This is an optimization exercise on Yosys and OpenROAD, whose aim is small area, a short achievable clock period and few clock cycles per item, not a production implementation. Function was checked by simulation only, so behaviour that the tests miss may differ from the original.

==> run F: inputs <==
// elrek_tx
module elrek_tx (
    input  wire         clk,
    input  wire         rst,
    input  wire [30:0]  seed,
    input  wire         st_valid,
    output wire         st_ready,
    input  wire [3:0]   st_type,
    input  wire [3:0]   st_seq,
    input  wire [511:0] st_payload,
    output reg          tx_valid,
    output reg  [31:0]  tx_data
);
    localparam [3:0] T_ALIGN = 4'h4;
    reg  [511:0] P;          
    reg  [7:0]   tq;         
    reg          ready;
    reg          ready_o;    
    reg          pfull;      
    reg          mk;         
    reg  [3:0]   wp;         
    reg  [30:0]  scr;
    reg  [15:0]  H;          
    reg          hv;         
    reg  [33:0]  B;          
    reg  [5:0]   c;          
    reg          fresh;      
    reg  [10:0]  hist;       
    assign st_ready = ready_o;
    wire align = (tq[7:4] == T_ALIGN);
    wire [15:0] marker;
    wire       k1 = hv & mk;
    wire       k2 = ~hv & mk;
    wire       k4 = ~hv & ~mk;
    wire [1:0] hs = c[5] ? 2'd3 : (~pfull | ~k2) ? (k4 ? 2'd2 : 2'd1) : 2'd0;
    wire [1:0] ls = c[5] ? 2'd3 : k1 ? 2'd0 : k4 ? 2'd2 : 2'd1;
    reg  [15:0] ws;
    integer     w;
    always @(*)
        for (w = 0; w < 16; w = w + 1) ws[w] = (wp == w);
    wire x1;
    wire x2;
    wire x3;
    wire x4;
    wire x5;
    wire x6;
    wire x7;
    wire x8;
    wire x9;
    wire x10;
    wire x11;
    wire x12;
    wire x13;
    wire x14;
    wire x15;
    wire x16;
    wire x17;
    wire x18;
    wire x19;
    wire x20;
    wire x21;
    wire x22;
    wire x23;
    wire x24;
    wire x25;
    wire x26;
    wire x27;
    wire x28;
    wire x29;
    wire x30;
    wire x31;
    wire x32;
    wire x33;
    wire x34;
    wire x35;
    wire x36;
    wire x37;
    wire x38;
    wire x39;
    wire x40;
    wire x41;
    wire x42;
    wire x43;
    wire x44;
    wire x45;
    wire x46;
    wire x47;
    wire x48;
    wire x49;
    wire x50;
    wire x51;
    wire x52;
    wire x53;
    wire x54;
    wire x55;
    wire x56;
    wire x57;
    wire x58;
  ...
clock: 80.0 ns
lec_check: 0
cap_margin: 5
core_margin: 2
core_utilization: 55
slew_margin: 5
synth_hierarchical: 1
standard.sh (not shown) runs the stock make flow with config.mk's settings and CLKGATE_MAP_FILE= SYNTH_SCRIPT=/design/flow/synth_recipe.tcl, a recipe that flattens the netlist after the stock synthesis.
==> flow/flow/run.sh <==
#!/bin/bash
# The standard layout (standard.sh), with these ORFS settings changed:
#  - ABC_LOAD_IN_FF=1: ABC sizes the small one-gate modules of the datapath
#    for a light load instead of upsizing them;
#  - port buffers use the smallest buffer cell (buf_1) rather than the delay
#    cell that buffer_ports picks by default;
#  - clock tree: clkbuf_16 buffers, sinks clustered in groups of up to 24
#    within 120 um, no dummy loads;
#  - repair_timing aims at a setup slack of 63.3 ns (the clock is 80 ns, the
#    I/O delays 16 ns each), without cloning gates.
# Each ORFS step keeps its own log under orfs/logs; make's output goes to
# standard.log.
set -euo pipefail
bash standard.sh ABC_LOAD_IN_FF=1 SETUP_SLACK_MARGIN=63.3 SKIP_GATE_CLONING=1 \
    "BUFFER_PORTS_ARGS=-buffer_cell sky130_fd_sc_hd__buf_1" \
    "CTS_ARGS=-sink_clustering_enable -repair_clock_nets -sink_clustering_size 24 -sink_clustering_max_diameter 120 -buf_list sky130_fd_sc_hd__clkbuf_16 -dont_use_dummy_load" \
    finish > standard.log 2>&1
==> run P: changes against run F <==
- CAP_MARGIN: 5 -> 20
- GPL_TIMING_DRIVEN: default -> 0
- SLEW_MARGIN: 5 -> 20
==> run D: changes against run F <==
- CAP_MARGIN: 5 -> 20
- SLEW_MARGIN: 5 -> 20
==> notes.md <==
                                                                         run F        run D        run P
Met1 usage                                                               50.5%        49.7%        50.1%
Routed via count divided by cell count                                    6.46         6.44         6.36
Met2 capacity usage during global routing                                59.1%        59.1%        60.0%
Proportion of layout cells with a drive suffix above 1                   10.1%        9.93%        11.2%
Register-to-Register Setup Slack                                      65750 ps     65770 ps     65340 ps
Fmax                                                                  58.7 MHz     58.7 MHz     58.7 MHz
First-pass iteration count of the detailed router                           13           10           10
Final worst clock skew                                                  104 ps      99.1 ps      93.0 ps
Post-route non-filler standard cell count                                 4088         4096         4147
Number of vias after detailed routing                                    26391        26388        26378
Worst setup path start                                                 ready_o   tx_data[6]   tx_data[6]
Final Worst Setup Slack                                               62980 ps     62950 ps     62950 ps
Run status                                    no timing/DRC/antenna violations  no timing/DRC/antenna violations  no timing/DRC/antenna violations
Clock-pin transition on the worst setup and hold timing paths            90 ps       100 ps       100 ps
Fraction of the core area covered by cells at the end of the flow        62.8%        62.8%        64.1%
Crit Reg-Reg Endpoint                                                  hist[1]      hist[0]      hist[0]
Total routing usage reported by global routing                           37.3%        37.2%        37.1%
Testbench counts of run F, summed over its fixed seeds: cycles 52,836, items 3,200.
Testbench counts of run P, summed over its fixed seeds: cycles 52,836, items 3,200.
Testbench counts of run D, summed over its fixed seeds: cycles 52,836, items 3,200.

-- what the ideal ports hide --
How much do the figures lean on ideal ports? The routed layouts below were timed once more, with nothing changed but the port constraints.
Step 1 (the two cells are an assumption about what drives the block):
set clk [get_ports {clk}]
set_driving_cell -lib_cell sky130_fd_sc_hd__clkbuf_16 $clk
set_driving_cell -lib_cell sky130_fd_sc_hd__buf_2 [delete_from_list [all_inputs] $clk]
Step 2 moves the port delays by t, midway between the first and last clock arrival at a register: inputs arrive t later, outputs are due t later. That takes back most of the time a late clock gives input paths.
Three values: ideal, step 1, step 2; two values: the first two.
run | t (ns) | setup slack, ns | worst register clock-pin slew, ns | worst slew at a driven data input, ns | pins driven straight from the clock port
run F | 0.635 | 62.978 / 62.911 / 62.756 | 0.11 / 0.11 | 0.12 | 1
run P | 0.642 | 62.951 / 62.886 / 62.773 | 0.11 / 0.11 | 0.21 | 1
run D | 0.637 | 62.952 / 62.886 / 62.758 | 0.11 / 0.11 | 0.11 | 1
After both steps every run listed still meets setup and hold. The setup slack of run F, which loses most, moves by -0.067 ns with the drivers and by -0.222 ns with both steps.
